From an optimization exercise on the open Yosys and OpenROAD flow, aimed at small area, a short achievable clock period and few clock cycles per item; shortcuts taken in it are not production practice.
The RTL was checked by simulation tests, not by an equivalence proof against the original design.
Power is estimated from default activity; no workload was simulated.

==> v30 <==
==> flow/design.v (excerpt) <==
module sdft_core (
    input  wire         clk,
    input  wire         rst,         
    input  wire         op_valid,
    output wire         op_ready,
    input  wire         op_clr,      
    input  wire [7:0]   op_mask,
    input  wire         op_half,     
    input  wire         op_neg,      
    input  wire [255:0] op_xn,       
    input  wire [255:0] op_xo,
    input  wire [31:0]  op_cos,      
    input  wire [31:0]  op_sin,
    output wire         idle,
    input  wire [2:0]   rd_ch,
    output wire [79:0]  rd_re,
    output wire [79:0]  rd_im,
    output wire [7:0]   wrap
);
    wire acc = op_valid & ~rst;      
    reg         p;                   
    reg         ph;                  
    reg         busy;                
    reg [3:0]   clr_r;               
    reg [54:0]  b_r [0:3];           
    reg [34:0]  cm1_r, cm3_r;        
    reg [34:0]  sm1_r, sm3_r;        
    reg [79:0]  x_re [0:3];
    reg [79:0]  x_im [0:3];
    reg [79:0]  y_re [0:3];
    reg [79:0]  y_im [0:3];
    reg [7:0]   wrap_r;
    assign op_ready = ph;
    assign idle     = ~busy & ~ph;
    wire   rd_y     = rd_ch[2] ~^ p;
    assign rd_re    = rd_y ? y_re[rd_ch[1:0]] : x_re[rd_ch[1:0]];
    assign rd_im    = rd_y ? y_im[rd_ch[1:0]] : x_im[rd_ch[1:0]];
    assign wrap     = wrap_r;
    wire        cneg = op_neg;           
    wire        sneg = ~op_neg;          
    wire [34:0] cx = {35{cneg}} ^ {{3{op_cos[31]}}, op_cos};
    wire [34:0] sx = {35{sneg}} ^ {{3{op_sin[31]}}, op_sin};
    wire [34:0] cm1, cm3, sm1, sm3;
    sdft_add35 u_c1 (.a(cx), .b(35'd0), .cin(cneg), .y(cm1));
    sdft_add35 u_s1 (.a(sx), .b(35'd0), .cin(sneg), .y(sm1));
    wire [34:0] c3, s3;              
  ...
==> flow/config.mk <==
export PLATFORM = sky130hd
export DESIGN_NAME = sdft_core
export DESIGN_NICKNAME = sdft_core
export VERILOG_FILES = /design/flow/design.v
export SDC_FILE = /design/flow/constraint.sdc
export NUM_CORES = 4
export LEC_CHECK = 0
export CAP_MARGIN = 60
export CELL_PAD_IN_SITES_DETAIL_PLACEMENT = 1
export CELL_PAD_IN_SITES_GLOBAL_PLACEMENT = 1
export CORE_MARGIN = 2
export CORE_UTILIZATION = 40
export PLACE_DENSITY = 0.5
export SLEW_MARGIN = 60
==> flow/constraint.sdc <==
create_clock -name core_clock -period 25.0 [get_ports {clk}]
set_input_delay 5.0000 -clock core_clock [delete_from_list [all_inputs] [get_ports {clk}]]
set_output_delay 5.0000 -clock core_clock [all_outputs]
set_load 0.01 [all_outputs]
standard.sh (not shown) runs the stock make flow with config.mk's settings and CLKGATE_MAP_FILE= SYNTH_SCRIPT=/design/flow/synth_recipe.tcl, a recipe that flattens the netlist after the stock synthesis.
==> flow/flow/run.sh <==
#!/bin/bash
# The standard layout, with two changes to how it is made:
#  - timing repair aims at SETUP_SLACK_MARGIN ns of setup slack, i.e. at a
#    shorter period than the clock's (the clock period and constraints are
#    the design's, unchanged), repairing the worst 5% of endpoints;
#  - global routing holds back more of met1/met2 (flow/fastroute.tcl).
set -euo pipefail
here=$(pwd)
bash standard.sh SETUP_SLACK_MARGIN=13 TNS_END_PERCENT=5 \
    FASTROUTE_TCL="$here/flow/fastroute.tcl" finish > standard_flow.log 2>&1
==> flow/flow/fastroute.tcl <==
# Global routing layers as the platform's fastroute.tcl sets them, with more
# of met1 and met2 held back for pin access, so that global routing leaves
# less to the detailed router on the crowded lower layers.
set_global_routing_layer_adjustment $::env(MIN_ROUTING_LAYER)-$::env(MAX_ROUTING_LAYER) 0.2
set_global_routing_layer_adjustment met1 0.55
set_global_routing_layer_adjustment met2 0.35

set_routing_layers -clock $::env(MIN_CLK_ROUTING_LAYER)-$::env(MAX_ROUTING_LAYER)
set_routing_layers -signal $::env(MIN_ROUTING_LAYER)-$::env(MAX_ROUTING_LAYER)
==> inputs of v1, as changes to v30 <==
- ABC_AREA: not set -> 1
==> inputs of v19, as changes to v30 <==
- CAP_MARGIN: 60 -> 35
- SLEW_MARGIN: 60 -> 35
==> comparison table <==
                                                                                                 v30                            v19                      v1
Status                                                                                finished clean     complete, but fails checks  stopped before the end
Last stage reached                                                                                 -                              -                 5_1_grt
Layout check failures                                                                              -  capacitance limit, slew limit                       -
VDD IR-drop max                                                                           0.000137 V                     0.000151 V                       -
P_seq                                                                                        4.93 mW                        5.23 mW                       -
Minimum setup slack among reg-to-reg paths                                                  14.28 ns                       13.66 ns                       -
Final slew viol count                                                                              0                              3                       -
Share of synthesized area spent on multiplexers                                                4.80%                          4.80%                 0.0927%
Initial standard-cell utilization of the core                                                  40.2%                          40.2%                   40.1%
Critical path's slowest cell                                                 sky130_fd_sc_hd__mux4_2        sky130_fd_sc_hd__mux4_2                       -
Crit end category                                                                     primary output                 primary output                       -
Cell Area, Placed                                                                         277000 µm²                     268000 µm²              269000 µm²
DRC violations left                                                                                0                              0                       -
Setup TNS after final layout                                                                    0 ns                           0 ns                       -
Main power group                                                                 combinational logic            combinational logic                       -
Finished Cell Area                                                                        291000 µm²                     280000 µm²                       -
Number of buffers outside the clock class in the layout                                         2193                           1752                       -
Clock edge transition at the registers on the reported setup and hold paths                  0.08 ns                        0.06 ns                       -
Testbench counts of v30, summed over its fixed seeds: cycles 780, ops 384.
Testbench counts of v1, summed over its fixed seeds: cycles 780, ops 384.
Testbench counts of v19, summed over its fixed seeds: cycles 780, ops 384.

[what the ideal ports hide]
No port has a modelled driver above. Below, the same layouts with a new extraction and two added sets of constraints. Step 1 assumes that a clkbuf_16 drives the clock port and a buf_2 every other input. Step 2 adds t to the input delays and takes it off the output delays; t is the mean of the earliest and latest rising clock arrival at the registers after step 1. Input paths then give back, and output paths get back, about the clock's delay inside the block. Three values: ideal ports, drivers, drivers and shift; two values: the first two.
run | shift t [ns] | slack for setup (ns) | hold slack, ns | latest minus earliest clock arrival (ns) | pins driven straight from the clock port
v30 | 1.192 | 12.693 / 12.531 / 12.531 | 0.445 / 0.445 / 0.445 | 0.121 / 0.121 | 1
v19 | 1.205 | 12.763 / 12.298 / 12.298 | 0.418 / 0.418 / 0.418 | 0.128 / 0.128 | 1
The setup slack of v19, which loses most, moves by -0.465 ns with the drivers and by -0.465 ns with both steps.
